Source: an optimization exercise on an open RTL-to-GDS flow (aim: small area, a short achievable clock period and few clock cycles). Production flows keep margins and buffers that such runs may drop. Where RTL was checked, it was by simulation tests only, not by an equivalence proof against the original.

==> inputs of v16 <==
==> flow/design.v <==
module kk7_comb_add (
    input  wire [31:0] y,
    input  wire        y_nz,        
    input  wire        skip,
    input  wire        us,
    input  wire [8:0]  ueb,
    input  wire [27:0] um,
    output wire [31:0] r,
    output wire        r_nz         
);
    integer i;
    wire        ys    = y[31];
    wire [7:0]  yf    = y[30:23];
    wire        y_sp  = &yf;                        
    wire        y_nan = y_sp && (y[22:0] != 23'd0);
    wire [8:0]  yeb   = {1'b0, yf[7:1], yf[0] | !y_nz};
    wire [27:0] ym    = {y_nz, y[22:0], 4'b0000};
    wire        eff_sub = us ^ ys;
    wire [9:0]  d1    = {1'b0, ueb} - {1'b0, yeb};
    wire [9:0]  d2    = {1'b0, yeb} - {1'b0, ueb};
    wire        dneg  = d1[9];                      
    wire        d0    = (d1 == 10'd0);
    wire        swap0 = d0 && eff_sub && (ym > um);
    wire [27:0] m_b   = dneg ? ym : um;             
    wire [27:0] m_s   = dneg ? um : ym;             
    wire [8:0]  e_big = dneg ? yeb : ueb;
    wire        s_r   = (dneg || swap0) ? ys : us;
    wire [9:0]  dab   = dneg ? d2 : d1;
    wire [4:0]  sh    = dab[4:0];
    wire        far   = (dab[9:5] != 5'd0);         
    wire [30:0] s_sh  = {m_s, 3'b000} >> sh;
    reg  [27:0] lowmask;
    always @* begin
        for (i = 0; i < 28; i = i + 1)
            lowmask[i] = ({27'd0, sh} >= i + 3);
    end
    wire        jam   = far ? (m_s != 28'd0) : |(m_s & lowmask);
    wire [31:0] b_w   = {1'b0, m_b, 3'b000};
    wire [31:0] s_w   = {1'b0, s_sh[30:1] & {30{!far}}, jam};
    wire [32:0] t_c   = {b_w, 1'b1} + {s_w ^ {32{eff_sub}}, eff_sub && !swap0};
    wire [31:0] sum   = t_c[32:1] ^ {32{swap0}};
    reg  [31:0] lim;
    always @* begin
        for (i = 0; i < 32; i = i + 1)
            lim[i] = (e_big == 9'd31 - i);
    end
    wire [31:0] sum_l = sum | lim;
    reg  [4:0]  lz;
    always @* begin
        lz = 5'd0;
        for (i = 0; i < 32; i = i + 1)
            if (sum_l[i]) lz = 5'd31 - i[4:0];
    end
    wire [31:0] nrm  = sum << lz;
    wire [23:0] mant = nrm[31:8];
    wire        inc  = nrm[7] & ((|nrm[6:0]) | mant[0]);
    wire [9:0]  fld0 = {1'b0, e_big} - {5'd0, lz} + {9'd0, mant[23]};
    wire [32:0] pk   = {fld0, mant[22:0]} + {32'd0, inc};
    wire        ovf  = (fld0 >= 10'd255) || ((fld0 == 10'd254) && inc && (&mant[22:0]));
    wire        zero = (sum == 32'd0);
    wire        pass = skip || y_sp;
    wire [31:0] r_sp = (skip || !y_nan) ? y : 32'h7FC0_0000;
    wire [31:0] r_nm = zero ? 32'h0000_0000 :
                       ovf  ? {s_r, 8'hFF, 23'd0} : {s_r, pk[30:0]};
    assign r = pass ? r_sp : r_nm;
    assign r_nz = pass ? (y_nz || (y_nan && !skip)) :
                         (!zero && (ovf || (fld0 != 10'd0) || (inc && (&mant[22:0]))));
endmodule
module kk7_combiner (
    input  wire         clk,
    input  wire         rst,
    input  wire         in_valid,
    output wire         in_ready,
    input  wire [31:0]  in_y,        
    input  wire         in_acc,      
    input  wire         in_ofmt,     
    input  wire         in_align,    
    input  wire         in_nan,      
    input  wire [199:0] in_s,        
    input  wire [63:0]  in_code,     
    input  wire [79:0]  in_ea,       
    output wire         out_valid,
    input  wire         out_ready,
    output wire [31:0]  out_y,
    output wire         out_ovf      
);
    integer i;
    reg        busy;        
    reg  [7:1] rem;         
    reg        rdy;         
    reg  [1:0] pend;        
    wire codes_equal = (in_code[15:8]  == in_code[7:0]) && (in_code[23:16] == in_code[7:0]) &&
                       (in_code[31:24] == in_code[7:0]) && (in_code[39:32] == in_code[7:0]) &&
                       (in_code[47:40] == in_code[7:0]) && (in_code[55:48] == in_code[7:0]) &&
                       (in_code[63:56] == in_code[7:0]);
    wire in_fused = in_align && codes_equal && (in_code[7:0] != 8'h00) && (in_code[7:0] != 8'hFF);
    reg  any_ff;
    reg  [7:1] act;
    always @* begin
        any_ff = in_nan;
        for (i = 0; i < 8; i = i + 1)
            any_ff = any_ff | (in_code[8*i +: 8] == 8'hFF);
        for (i = 1; i < 8; i = i + 1)
            act[i] = (in_code[8*i +: 8] != 8'h00) && (in_s[25*i +: 25] != 25'd0);
    end
    wire [7:1] rem_low  = rem & ~(rem - 7'd1);    
    wire [7:1] rem_rest = rem & (rem - 7'd1);
    wire       rem_many = (rem_rest != 7'd0);
    wire first  = !busy && in_valid;
    wire accept = busy && rdy;                     
    wire fetch  = first || (busy && (rem_many || rdy));
    wire [7:0] sel = busy ? {rem_low, 1'b0} : 8'd1;    
    wire       j_real = first || (rem != 7'd0);    
    wire       deliver = out_valid && out_ready;
    wire [7:1] rem_nx  = first ? (any_ff ? 7'd0 : act) :
                         (busy && rem_many) ? rem_rest :
                         accept ? 7'd0 : rem;
    wire       busy_nx = first || (busy && !accept);
    wire [1:0] pend_nx = pend + {1'b0, accept} - {1'b0, deliver};
    reg        fused_q;     
    always @(posedge clk) begin
        if (rst) begin
            busy <= 1'b0;
            rem  <= 7'd0;
            rdy  <= 1'b0;
            pend <= 2'd0;
        end else begin
            busy <= busy_nx;
            rem  <= rem_nx;
            rdy  <= busy && !accept && (!rem_many || ((rem_rest & (rem_rest - 7'd1)) == 7'd0)) &&
                    !pend_nx[1];
            pend <= pend_nx;
        end
        if (first) fused_q <= in_fused;
    end
    assign in_ready = rdy;
    reg [24:0] s_sel;
    reg [7:0]  code_sel;
    reg [9:0]  ea_sel;
    always @* begin
        s_sel = 25'd0; code_sel = 8'd0; ea_sel = 10'd0;
        for (i = 0; i < 8; i = i + 1) begin
            s_sel    = s_sel    | (in_s[25*i +: 25] & {25{sel[i]}});
            code_sel = code_sel | (in_code[8*i +: 8] & {8{sel[i]}});
            ea_sel   = ea_sel   | (in_ea[10*i +: 10] & {10{sel[i]}});
        end
    end
    reg        t_v, t_first, t_last, t_real, t_fused, t_ofmt, t_nan;
    reg [24:0] t_s;
    reg [7:0]  t_code;
    reg [9:0]  t_ea;
    always @(posedge clk) begin
        if (rst) begin
            t_v <= 1'b0; t_first <= 1'b0; t_last <= 1'b0;
        end else begin
            t_v     <= fetch;
            t_first <= first;
            t_last  <= accept;
        end
        t_real  <= fetch && j_real;
        t_fused <= first ? in_fused : fused_q;
        t_ofmt  <= in_ofmt;
        t_nan   <= any_ff;
        t_s     <= s_sel;
        t_code  <= code_sel;
        t_ea    <= ea_sel;
    end
    reg  [27:0] acc;        
    reg  [10:0] x0;         
    wire signed [10:0] x_j = $signed({3'b000, t_code}) - 11'sd127 + $signed({t_ea[9], t_ea});
    wire [27:0] s_ext   = t_real ? {{3{t_s[24]}}, t_s} : 28'd0;
    wire [27:0] acc_nx  = (t_first ? 28'd0 : acc) + s_ext;
    wire [27:0] val     = t_fused ? acc_nx : s_ext;
    wire signed [10:0] x = (t_fused && !t_first) ? x0 : x_j;
    wire        emit    = t_v && (t_fused ? t_last : (t_real && t_code != 8'h00));
    always @(posedge clk) begin
        acc <= acc_nx;
        if (t_first) x0 <= x_j;
    end
    wire        p_sign = val[27];
    wire [27:0] p_mag  = p_sign ? -val : val;
    wire signed [11:0] p_q = $signed({x[10], x}) + 12'sd153;
    wire        p_neg  = p_q[11];
    reg  [27:0] p_lim;
    always @* begin
        for (i = 0; i < 28; i = i + 1)
            p_lim[i] = (p_q == 27 - i);
    end
    wire [27:0] p_ml   = p_mag | p_lim;
    reg  [4:0]  p_lz;
    always @* begin
        p_lz = 5'd0;
        for (i = 0; i < 28; i = i + 1)
            if (p_ml[i]) p_lz = 5'd27 - i[4:0];
    end
    wire [4:0]  p_rs   = (p_q < -12'sd31) ? 5'd31 : -p_q[4:0];
    wire [4:0]  p_rot  = p_neg ? -p_rs : p_lz;       
    reg  [31:0] p_rv [0:5];
    integer k;
    always @* begin
        p_rv[0] = {4'b0000, p_mag};
        for (k = 0; k < 5; k = k + 1)
            p_rv[k+1] = p_rot[k] ? ((p_rv[k] << (1 << k)) | (p_rv[k] >> (32 - (1 << k)))) : p_rv[k];
    end
    reg  [31:0] p_wrap;
    always @* begin
        for (i = 0; i < 32; i = i + 1)
            p_wrap[i] = p_neg && ({27'd0, p_rs} >= 32 - i);
    end
    wire        p_jam  = |(p_rv[5] & p_wrap);
    wire [27:0] p_m    = (p_rv[5][27:0] & ~p_wrap[27:0]) | {27'd0, p_jam};
    wire signed [12:0] p_eb = $signed({{2{x[10]}}, x}) + 13'sd154 - $signed({8'd0, p_lz});
    wire [8:0]  p_e    = p_neg ? 9'd1 : (p_eb > 13'sd256) ? 9'd256 : p_eb[8:0];
    reg        u_skip, u_last, u_sign, u_ofmt, u_nan;
    reg [8:0]  u_eb;
    reg [27:0] u_m;
    always @(posedge clk) begin
        if (rst) begin
            u_skip <= 1'b1; u_last <= 1'b0;
        end else begin
            u_skip <= !emit || (val == 28'd0);
            u_last <= t_v && t_last;
        end
        u_sign <= p_sign;
        u_eb   <= p_e;
        u_m    <= p_m;
        u_ofmt <= t_ofmt;
        u_nan  <= t_nan;
    end
    reg  [31:0] y;
    reg         y_nz;       
    wire [31:0] y_nx;
    wire        y_nz_nx;
    kk7_comb_add u_add (
        .y    (y),
        .y_nz (y_nz),
        .skip (u_skip),
        .us   (u_sign),
        .ueb  (u_eb),
        .um   (u_m),
        .r    (y_nx),
        .r_nz (y_nz_nx)
    );
    reg        r_v, r_ofmt, r_nan;
    reg [31:0] r_y;
    reg        o_v, o_ovf;
    reg [31:0] o_y;
    wire       o_free = !o_v || out_ready;
    always @(posedge clk) begin
        if (t_v && t_first) begin
            y    <= in_acc ? in_y : 32'h0000_0000;
            y_nz <= in_acc && (in_y[30:23] != 8'd0);
        end else begin
            y    <= y_nx;
            y_nz <= y_nz_nx;
        end
        if (rst) begin
            r_v <= 1'b0;
            o_v <= 1'b0;
        end else begin
            r_v <= u_last || (r_v && !o_free);
            o_v <= r_v || (o_v && !out_ready);
        end
        if (u_last) begin
            r_y    <= y_nx;
            r_ofmt <= u_ofmt;
            r_nan  <= u_nan;
        end
        if (r_v && o_free) begin
            o_y   <= res;
            o_ovf <= ovf;
        end
    end
    wire        y_is_nan = (r_y[30:23] == 8'hFF) && (r_y[22:0] != 23'd0);
    wire [15:0] bf_rnd   = r_y[31:16] + {15'd0, r_y[15] & ((|r_y[14:0]) | r_y[16])};
    wire [15:0] bf       = y_is_nan ? 16'h7FC0 : bf_rnd;
    wire [31:0] res      = r_nan  ? (r_ofmt ? 32'h0000_7FC0 : 32'h7FC0_0000) :
                           r_ofmt ? {16'h0000, bf} : r_y;
    wire        ovf      = r_ofmt ? (res[14:0] == 15'h7F80) : (res[30:0] == 31'h7F80_0000);
    assign out_valid = o_v;
    assign out_y     = o_y;
    assign out_ovf   = o_ovf;
endmodule
==> flow/flow/run.sh <==
#!/bin/bash
# Standard layout: every port buffered with buf_1, and timing repair asked to
# aim well below the clock period.
bash standard.sh SETUP_SLACK_MARGIN=27.5 "BUFFER_PORTS_ARGS=-buffer_cell sky130_fd_sc_hd__buf_1" finish > standard.log 2>&1
==> flow/standard.sh <==
#!/bin/bash
# synth_recipe.tcl (not shown) runs the flow's synth.tcl, then flattens the netlist and writes it again
# the make line also repeats each setting of config.mk as NAME=value (left out here)
make -C /OpenROAD-flow-scripts/flow DESIGN_CONFIG=/design/flow/config.mk WORK_HOME=/design/flow/orfs CLKGATE_MAP_FILE= SYNTH_SCRIPT=/design/flow/synth_recipe.tcl "${@:-finish}"
==> flow/config.mk <==
export PLATFORM = sky130hd
export DESIGN_NAME = kk7_combiner
export DESIGN_NICKNAME = kk7_combiner
export VERILOG_FILES = /design/flow/design.v
export SDC_FILE = /design/flow/constraint.sdc
export NUM_CORES = 4
export LEC_CHECK = 0
export ABC_AREA = 1
export CAP_MARGIN = 20
export CORE_MARGIN = 2
export CORE_UTILIZATION = 40
export SLEW_MARGIN = 20
==> flow/constraint.sdc <==
create_clock -name core_clock -period 38.0 [get_ports {clk}]
set_input_delay 7.6000 -clock core_clock [delete_from_list [all_inputs] [get_ports {clk}]]
set_output_delay 7.6000 -clock core_clock [all_outputs]
set_load 0.01 [all_outputs]
==> inputs of v30, as changes to v16 <==
--- a/flow/design.v
+++ b/flow/design.v
@@ -1,43 +1,38 @@
 module kk7_comb_add (
     input  wire [31:0] y,
-    input  wire        y_nz,        
     input  wire        skip,
     input  wire        us,
     input  wire [8:0]  ueb,
     input  wire [27:0] um,
-    output wire [31:0] r,
-    output wire        r_nz         
+    output wire [31:0] r
 );
+    wire        ys   = y[31];
+    wire [7:0]  yf   = y[30:23];
+    wire        y_sp = &yf;                         
+    wire        y_nan = y_sp && (y[22:0] != 23'd0);
+    wire [8:0]  yeb  = {1'b0, yf[7:1], yf[0] | (yf == 8'd0)};
+    wire [27:0] ym   = {(yf != 8'd0), y[22:0], 4'b0000};
+    wire        tbig = {ueb, um} >= {yeb, ym};
+    wire [9:0]  d1   = {1'b0, ueb} - {1'b0, yeb};
+    wire [9:0]  d2   = {1'b0, yeb} - {1'b0, ueb};
+    wire [9:0]  dab  = d1[9] ? d2 : d1;
+    wire [4:0]  sh   = (dab[9:5] != 5'd0) ? 5'd31 : dab[4:0];
+    wire [27:0] m_big   = tbig ? um : ym;
+    wire [27:0] m_small = tbig ? ym : um;
+    wire [8:0]  e_big   = tbig ? ueb : yeb;
+    wire        s_big   = tbig ? us : ys;
+    wire        eff_sub = us ^ ys;
+    wire [30:0] sm_sh = {m_small, 3'b000} >> sh;
+    reg  [27:0] lowmask;
     integer i;
-    wire        ys    = y[31];
-    wire [7:0]  yf    = y[30:23];
-    wire        y_sp  = &yf;                        
-    wire        y_nan = y_sp && (y[22:0] != 23'd0);
-    wire [8:0]  yeb   = {1'b0, yf[7:1], yf[0] | !y_nz};
-    wire [27:0] ym    = {y_nz, y[22:0], 4'b0000};
-    wire        eff_sub = us ^ ys;
-    wire [9:0]  d1    = {1'b0, ueb} - {1'b0, yeb};
-    wire [9:0]  d2    = {1'b0, yeb} - {1'b0, ueb};
-    wire        dneg  = d1[9];                      
-    wire        d0    = (d1 == 10'd0);
-    wire        swap0 = d0 && eff_sub && (ym > um);
-    wire [27:0] m_b   = dneg ? ym : um;             
-    wire [27:0] m_s   = dneg ? um : ym;             
-    wire [8:0]  e_big = dneg ? yeb : ueb;
-    wire        s_r   = (dneg || swap0) ? ys : us;
-    wire [9:0]  dab   = dneg ? d2 : d1;
-    wire [4:0]  sh    = dab[4:0];
-    wire        far   = (dab[9:5] != 5'd0);         
-    wire [30:0] s_sh  = {m_s, 3'b000} >> sh;
-    reg  [27:0] lowmask;
     always @* begin
         for (i = 0; i < 28; i = i + 1)
             lowmask[i] = ({27'd0, sh} >= i + 3);
     end
-    wire        jam   = far ? (m_s != 28'd0) : |(m_s & lowmask);
-    wire [31:0] b_w   = {1'b0, m_b, 3'b000};
-    wire [31:0] s_w   = {1'b0, s_sh[30:1] & {30{!far}}, jam};
-    wire [32:0] t_c   = {b_w, 1'b1} + {s_w ^ {32{eff_sub}}, eff_sub && !swap0};
-    wire [31:0] sum   = t_c[32:1] ^ {32{swap0}};
+    wire        jam     = |(m_small & lowmask);
+    wire [31:0] big_w   = {1'b0, m_big, 3'b000};
+    wire [31:0] small_w = {1'b0, sm_sh[30:1], jam};
+    wire [32:0] sum_c   = {big_w, 1'b1} + {small_w ^ {32{eff_sub}}, eff_sub};
+    wire [31:0] sum     = sum_c[32:1];
     reg  [31:0] lim;
     always @* begin
@@ -54,16 +49,16 @@
     wire [31:0] nrm  = sum << lz;
     wire [23:0] mant = nrm[31:8];
-    wire        inc  = nrm[7] & ((|nrm[6:0]) | mant[0]);
+    wire        rbit = nrm[7];
+    wire        sbit = |nrm[6:0];
+    wire        inc  = rbit & (sbit | mant[0]);
     wire [9:0]  fld0 = {1'b0, e_big} - {5'd0, lz} + {9'd0, mant[23]};
     wire [32:0] pk   = {fld0, mant[22:0]} + {32'd0, inc};
-    wire        ovf  = (fld0 >= 10'd255) || ((fld0 == 10'd254) && inc && (&mant[22:0]));
-    wire        zero = (sum == 32'd0);
-    wire        pass = skip || y_sp;
-    wire [31:0] r_sp = (skip || !y_nan) ? y : 32'h7FC0_0000;
-    wire [31:0] r_nm = zero ? 32'h0000_0000 :
-                       ovf  ? {s_r, 8'hFF, 23'd0} : {s_r, pk[30:0]};
-    assign r = pass ? r_sp : r_nm;
-    assign r_nz = pass ? (y_nz || (y_nan && !skip)) :
-                         (!zero && (ovf || (fld0 != 10'd0) || (inc && (&mant[22:0]))));
+    wire        ovf  = (pk[32:23] >= 10'd255);
+    assign r = skip          ? y :
+               y_nan         ? 32'h7FC0_0000 :
+               y_sp          ? y :
+               (sum == 32'd0) ? 32'h0000_0000 :
+               ovf           ? {s_big, 8'hFF, 23'd0} :
+                               {s_big, pk[30:0]};
 endmodule
 module kk7_combiner (
@@ -128,6 +123,5 @@
             busy <= busy_nx;
             rem  <= rem_nx;
-            rdy  <= busy && !accept && (!rem_many || ((rem_rest & (rem_rest - 7'd1)) == 7'd0)) &&
-                    !pend_nx[1];
+            rdy  <= busy && busy_nx && ((rem_nx & (rem_nx - 7'd1)) == 7'd0) && !pend_nx[1];
             pend <= pend_nx;
         end
@@ -180,36 +174,23 @@
     wire        p_sign = val[27];
     wire [27:0] p_mag  = p_sign ? -val : val;
-    wire signed [11:0] p_q = $signed({x[10], x}) + 12'sd153;
-    wire        p_neg  = p_q[11];
-    reg  [27:0] p_lim;
-    always @* begin
-        for (i = 0; i < 28; i = i + 1)
-            p_lim[i] = (p_q == 27 - i);
-    end
-    wire [27:0] p_ml   = p_mag | p_lim;
     reg  [4:0]  p_lz;
     always @* begin
         p_lz = 5'd0;
         for (i = 0; i < 28; i = i + 1)
-            if (p_ml[i]) p_lz = 5'd27 - i[4:0];
-    end
-    wire [4:0]  p_rs   = (p_q < -12'sd31) ? 5'd31 : -p_q[4:0];
-    wire [4:0]  p_rot  = p_neg ? -p_rs : p_lz;       
-    reg  [31:0] p_rv [0:5];
-    integer k;
-    always @* begin
-        p_rv[0] = {4'b0000, p_mag};
-        for (k = 0; k < 5; k = k + 1)
-            p_rv[k+1] = p_rot[k] ? ((p_rv[k] << (1 << k)) | (p_rv[k] >> (32 - (1 << k)))) : p_rv[k];
-    end
-    reg  [31:0] p_wrap;
-    always @* begin
-        for (i = 0; i < 32; i = i + 1)
-            p_wrap[i] = p_neg && ({27'd0, p_rs} >= 32 - i);
-    end
-    wire        p_jam  = |(p_rv[5] & p_wrap);
-    wire [27:0] p_m    = (p_rv[5][27:0] & ~p_wrap[27:0]) | {27'd0, p_jam};
+            if (p_mag[i]) p_lz = 5'd27 - i[4:0];
+    end
+    wire [27:0] p_nm  = p_mag << p_lz;
     wire signed [12:0] p_eb = $signed({{2{x[10]}}, x}) + 13'sd154 - $signed({8'd0, p_lz});
-    wire [8:0]  p_e    = p_neg ? 9'd1 : (p_eb > 13'sd256) ? 9'd256 : p_eb[8:0];
+    wire        p_low = (p_eb < 13'sd1);
+    wire signed [12:0] p_rs = 13'sd1 - p_eb;
+    wire [4:0]  p_rsh = (p_rs > 13'sd31) ? 5'd31 : p_rs[4:0];
+    reg  [27:0] p_jm;
+    always @* begin
+        for (i = 0; i < 28; i = i + 1)
+            p_jm[i] = ({27'd0, p_rsh} > i);
+    end
+    wire [27:0] p_dn  = (p_nm >> p_rsh) | {27'd0, |(p_nm & p_jm)};
+    wire [27:0] p_m   = p_low ? p_dn : p_nm;
+    wire [8:0]  p_e   = p_low ? 9'd1 : (p_eb > 13'sd256) ? 9'd256 : p_eb[8:0];
     reg        u_skip, u_last, u_sign, u_ofmt, u_nan;
     reg [8:0]  u_eb;
@@ -229,16 +210,12 @@
     end
     reg  [31:0] y;
-    reg         y_nz;       
     wire [31:0] y_nx;
-    wire        y_nz_nx;
     kk7_comb_add u_add (
         .y    (y),
-        .y_nz (y_nz),
         .skip (u_skip),
         .us   (u_sign),
         .ueb  (u_eb),
         .um   (u_m),
-        .r    (y_nx),
-        .r_nz (y_nz_nx)
+        .r    (y_nx)
     );
     reg        r_v, r_ofmt, r_nan;
@@ -248,11 +225,8 @@
     wire       o_free = !o_v || out_ready;
     always @(posedge clk) begin
-        if (t_v && t_first) begin
-            y    <= in_acc ? in_y : 32'h0000_0000;
-            y_nz <= in_acc && (in_y[30:23] != 8'd0);
-        end else begin
-            y    <= y_nx;
-            y_nz <= y_nz_nx;
-        end
+        if (t_v && t_first)
+            y <= in_acc ? in_y : 32'h0000_0000;
+        else
+            y <= y_nx;
         if (rst) begin
             r_v <= 1'b0;
==> flow/run.sh (new file) <==
#!/bin/bash
# synth_recipe.tcl (not shown) runs the flow's synth.tcl, then flattens the netlist and writes it again
# the make line also repeats each setting of config.mk as NAME=value (left out here)
make -C /OpenROAD-flow-scripts/flow DESIGN_CONFIG=/design/flow/config.mk WORK_HOME=/design/flow/orfs CLKGATE_MAP_FILE= SYNTH_SCRIPT=/design/flow/synth_recipe.tcl finish
removed: flow/flow/run.sh
removed: flow/standard.sh
==> inputs of v14, as changes to v16 <==
--- a/flow/design.v
+++ b/flow/design.v
@@ -27,6 +27,5 @@
     wire        s_r   = (dneg || swap0) ? ys : us;
     wire [9:0]  dab   = dneg ? d2 : d1;
-    wire [4:0]  sh    = dab[4:0];
-    wire        far   = (dab[9:5] != 5'd0);         
+    wire [4:0]  sh    = (dab[9:5] != 5'd0) ? 5'd31 : dab[4:0];
     wire [30:0] s_sh  = {m_s, 3'b000} >> sh;
     reg  [27:0] lowmask;
@@ -35,7 +34,7 @@
             lowmask[i] = ({27'd0, sh} >= i + 3);
     end
-    wire        jam   = far ? (m_s != 28'd0) : |(m_s & lowmask);
+    wire        jam   = |(m_s & lowmask);
     wire [31:0] b_w   = {1'b0, m_b, 3'b000};
-    wire [31:0] s_w   = {1'b0, s_sh[30:1] & {30{!far}}, jam};
+    wire [31:0] s_w   = {1'b0, s_sh[30:1], jam};
     wire [32:0] t_c   = {b_w, 1'b1} + {s_w ^ {32{eff_sub}}, eff_sub && !swap0};
     wire [31:0] sum   = t_c[32:1] ^ {32{swap0}};
==> flow/flow/run.sh (replaced) <==
#!/bin/bash
# Standard layout: every port buffered with buf_1, and timing repair asked to
# aim well below the clock period.
bash standard.sh SETUP_SLACK_MARGIN=27 "BUFFER_PORTS_ARGS=-buffer_cell sky130_fd_sc_hd__buf_1" finish > standard.log 2>&1
==> notes.md <==
* Status: no timing/DRC/antenna violations
* Slew at the pin with the worst max-slew slack at roughly 1.1 ns
* Ratio of cells with drive above 1 in the final layout at 0.04088
* Synth Area in Adders at 0.06415
* Post-DP HPWL at roughly 120 mm
* Synth warn at 2
* Data arrival, critical path at roughly 15 ns
The numbers above come from v30.

==> notes.md <==
* Seq cells at 244
* Synth Area in Adders at 0.06745
* Data arrival, critical path at approximately 10 ns
* Synth warn at 3
* Slew at the pin with the worst max-slew slack at between 1 and 1.5 ns
* Status: no timing/DRC/antenna violations
* Ratio of cells with drive above 1 in the final layout at 0.07166
* Total negative slack at 0 ns
The numbers above come from v16.

==> notes.md <==
* Hold path start: t_nan
* Synth warn at 3
* Fraction of area in multi-input gates at 0.6206
* Ratio of cells with drive above 1 in the final layout at 0.06820
* Ranking of synthesized cells by area: nand2_1 (16%), nand3_1 (12%), dfxtp_1 (11%), inv_1 (8.4%), edfxtp_1 (8.0%)
* Logic inverters at 699
* Die area at ~0.077 sq mm
* Slew at the pin with the worst max-slew slack at approximately 1.1 ns
* Status: no timing/DRC/antenna violations
The numbers above come from v14.

Testbench counts of v14, summed over its fixed seeds: cycles 32,572.
Function not checked in v16 and v30: the RTL went through the layout flow alone.

-- what the ideal ports hide --
No port has a modelled driver above. Below, the same layouts with a new extraction and two added sets of constraints.
Step 1 assumes that a clkbuf_16 drives the clock port and a buf_2 every other input.
Step 2 adds t to the input delays and takes it off the output delays; t is the mean of the earliest and latest rising clock arrival at the registers after step 1. Input paths then give back, and output paths get back, about the clock's delay inside the block.
Three values: no drivers, after step 1, after step 2; two values: the first two.
run | shift t [ns] | setup slack, ns | latest minus earliest clock arrival (ns) | worst data-port slew with drivers (ns) | pins driven straight from the clock port
v16 | 0.633 | 28.005 / 28.043 / 27.409 | 0.047 / 0.047 | 0.17 | 1
v30 | 0.625 | 23.569 / 23.569 / 23.569 | 0.033 / 0.033 | 0.18 | 1
v14 | 0.632 | 27.747 / 27.747 / 27.747 | 0.018 / 0.018 | 0.16 | 1
After both steps every run listed still meets setup and hold. For v16, which loses most, drivers alone change the setup slack by +0.038 ns; drivers and shift together by -0.596 ns.
